From an optimization exercise on the open Yosys and OpenROAD flow, aimed at small area, a short achievable clock period and few clock cycles per item; shortcuts taken in it are not production practice.
In this exercise RTL edits were held to simulation tests only and were not proved equivalent to the original.
Power is estimated from default activity; no workload was simulated.

## wave_codec
module wave_codec (
    input  wire        clk,
    input  wire        rst,         
    input  wire        start,       
    input  wire [7:0]  cfg_q,       
    input  wire        cfg_pred2,   
    input  wire        in_valid,
    output wire        in_ready,
    input  wire [31:0] in_sample,   
    output wire        out_valid,
    input  wire        out_ready,
    output wire [7:0]  out_byte
);
    localparam [2:0] S_A   = 3'd0,    
                     S_B   = 3'd1,    
                     S_DIV = 3'd2,    
                     S_W   = 3'd3,    
                     S_I   = 3'd4;    
    reg [2:0]  state;
    reg        rdy;         
    reg [12:0] s8;          
    reg [14:0] s8x3;        
    reg        ll;          
    reg        pred2;
    reg [32:0] r1;          
    reg [34:0] xa;          
    reg        neg;
    reg [34:0] dq;          
    reg [12:0] rem;         
    reg [2:0]  lo3;         
    reg [3:0]  cnt;
    reg [34:0] zz;
    reg        ov;
    wire [15:0] remf = {rem, lo3};
    wire [15:0] h16  = {1'b0, s8, 2'b00};
    wire [15:0] u    = neg ? h16 : remf;
    wire [15:0] v    = neg ? remf : h16;
    wire [17:0] rlo  = {2'b0, xr[15:0]} + {2'b0, v} - {2'b0, u};
    wire [31:0] xr   = pred2 ? ~xa[32:1] : ~xa[31:0];    
    wire [16:0] xhi  = {xr[31], xr[31:16]};
    wire [16:0] xhp  = xhi + 17'd1;
    wire [16:0] xhm  = xhi - 17'd1;
    wire [16:0] rhi  = rlo[17] ? xhm : rlo[16] ? xhp : xhi;
    wire [32:0] rp   = {rhi, rlo[15:0]};
  ...
clock: 12.0 ns
lec_check: 0
cap_margin: 20
core_margin: 2
core_utilization: 55
place_density: 0.65
setup_slack_margin: 5
slew_margin: 20
tns_end_percent: 100
run.sh (not shown) runs the stock make flow with config.mk's settings and CLKGATE_MAP_FILE= SYNTH_SCRIPT=/design/flow/synth_recipe.tcl, a recipe that flattens the netlist after the stock synthesis.
The first run finished clean.
Testbench counts at the start, summed over its fixed seeds: cycles 25,884, items 9,600.
Change:
==> flow/flow/run.sh (new file) <==
#!/bin/bash
set -euo pipefail
bash standard.sh finish SETUP_SLACK_MARGIN=6 TNS_END_PERCENT=100 > layout_make.log 2>&1
==> flow/standard.sh (new file) <==
#!/bin/bash
# synth_recipe.tcl (not shown) runs the flow's synth.tcl, then flattens the netlist and writes it again
# the make line also repeats each setting of config.mk as NAME=value (left out here)
make -C /OpenROAD-flow-scripts/flow DESIGN_CONFIG=/design/flow/config.mk WORK_HOME=/design/flow/orfs CLKGATE_MAP_FILE= SYNTH_SCRIPT=/design/flow/synth_recipe.tcl "${@:-finish}"
SETUP_SLACK_MARGIN = default   (was 5)
TNS_END_PERCENT = default   (was 100)
removed: flow/run.sh
The changed run completed without violations.
First-iteration DRC count went up by 16%.
Critical path depth went down by 5.
Synthesized cell count does not change.
Global-route usage went up by 1.0 points.
Clock power went down by about 2%.
Cell area went up by 6.7%.
Power went up by 16%.
Wire length went up by 6.5%.
Hold slack improved by 0.011 ns.
Sequential power hardly moves.
Clock skew barely changes.
Change:
CORE_UTILIZATION = 60   (was 55)
PLACE_DENSITY = 0.7   (was 0.65)
The changed run finished with timing, DRC and antenna clean; final area barely changes; clock skew falls by 0.0040 ns; routed wire length fell by about 0.8%; sequential power is about the same; clock power is about the same; final cell count decreases by 1.6%; combinational power came out lower by about 0.8%; die area decreases by 8.2%; worst hold slack loses 0.012 ns.
Change:
==> flow/run.sh (new file) <==
#!/bin/bash
# synth_recipe.tcl (not shown) runs the flow's synth.tcl, then flattens the netlist and writes it again
# the make line also repeats each setting of config.mk as NAME=value (left out here)
make -C /OpenROAD-flow-scripts/flow DESIGN_CONFIG=/design/flow/config.mk WORK_HOME=/design/flow/orfs CLKGATE_MAP_FILE= SYNTH_SCRIPT=/design/flow/synth_recipe.tcl finish
CORE_UTILIZATION = 55   (was 60)
PLACE_DENSITY = 0.65   (was 0.7)
SETUP_SLACK_MARGIN = 4   (was default)
TNS_END_PERCENT = 100   (was default)
removed: flow/flow/run.sh
removed: flow/standard.sh
Effect:
- clock-buffer cell count stays the same
- setup slack degrades by 1.5 ns
- non-clock buffer count decreases by 85
- core utilization decreases by 10 points
- maximum frequency decreases by 20%
- combinational power decreases by 18%
- via count decreases by about 4%
- final cell count decreases by 0.98%
- cell area decreases by about 7%
- global-route usage decreases by 3.2 points

## re-timing with driven ports
The results above use ideal ports. As a check the final layouts listed here were re-extracted and re-timed, cells and wires unchanged. Step 1 sets driving cells, clkbuf_16 on the clock port and buf_2 on the other inputs (assumed; they add their load-dependent delay and slew). Step 2 moves the port delays by t, midway between the first and last clock arrival at a register: inputs arrive t later, outputs are due t later. That takes back most of the time a late clock gives input paths. Three values: ideal, step 1, step 2; two values: the first two.
run	t, ns	setup slack, ns	hold WS [ns]	cell pins on the clock port's net
the first run	0.532	5.269 / 5.269 / 4.936	0.548 / 0.548 / 0.548	1
the second run	0.524	5.934 / 5.967 / 5.443	0.560 / 0.560 / 0.560	1
the third run	0.522	6.049 / 6.065 / 5.543	0.547 / 0.547 / 0.547	1
the fourth run	0.531	4.579 / 4.579 / 4.579	0.549 / 0.549 / 0.549	1
After both steps every run listed still meets setup and hold. For the third run, which loses most, drivers alone change the setup slack by +0.016 ns; drivers and shift together by -0.506 ns.
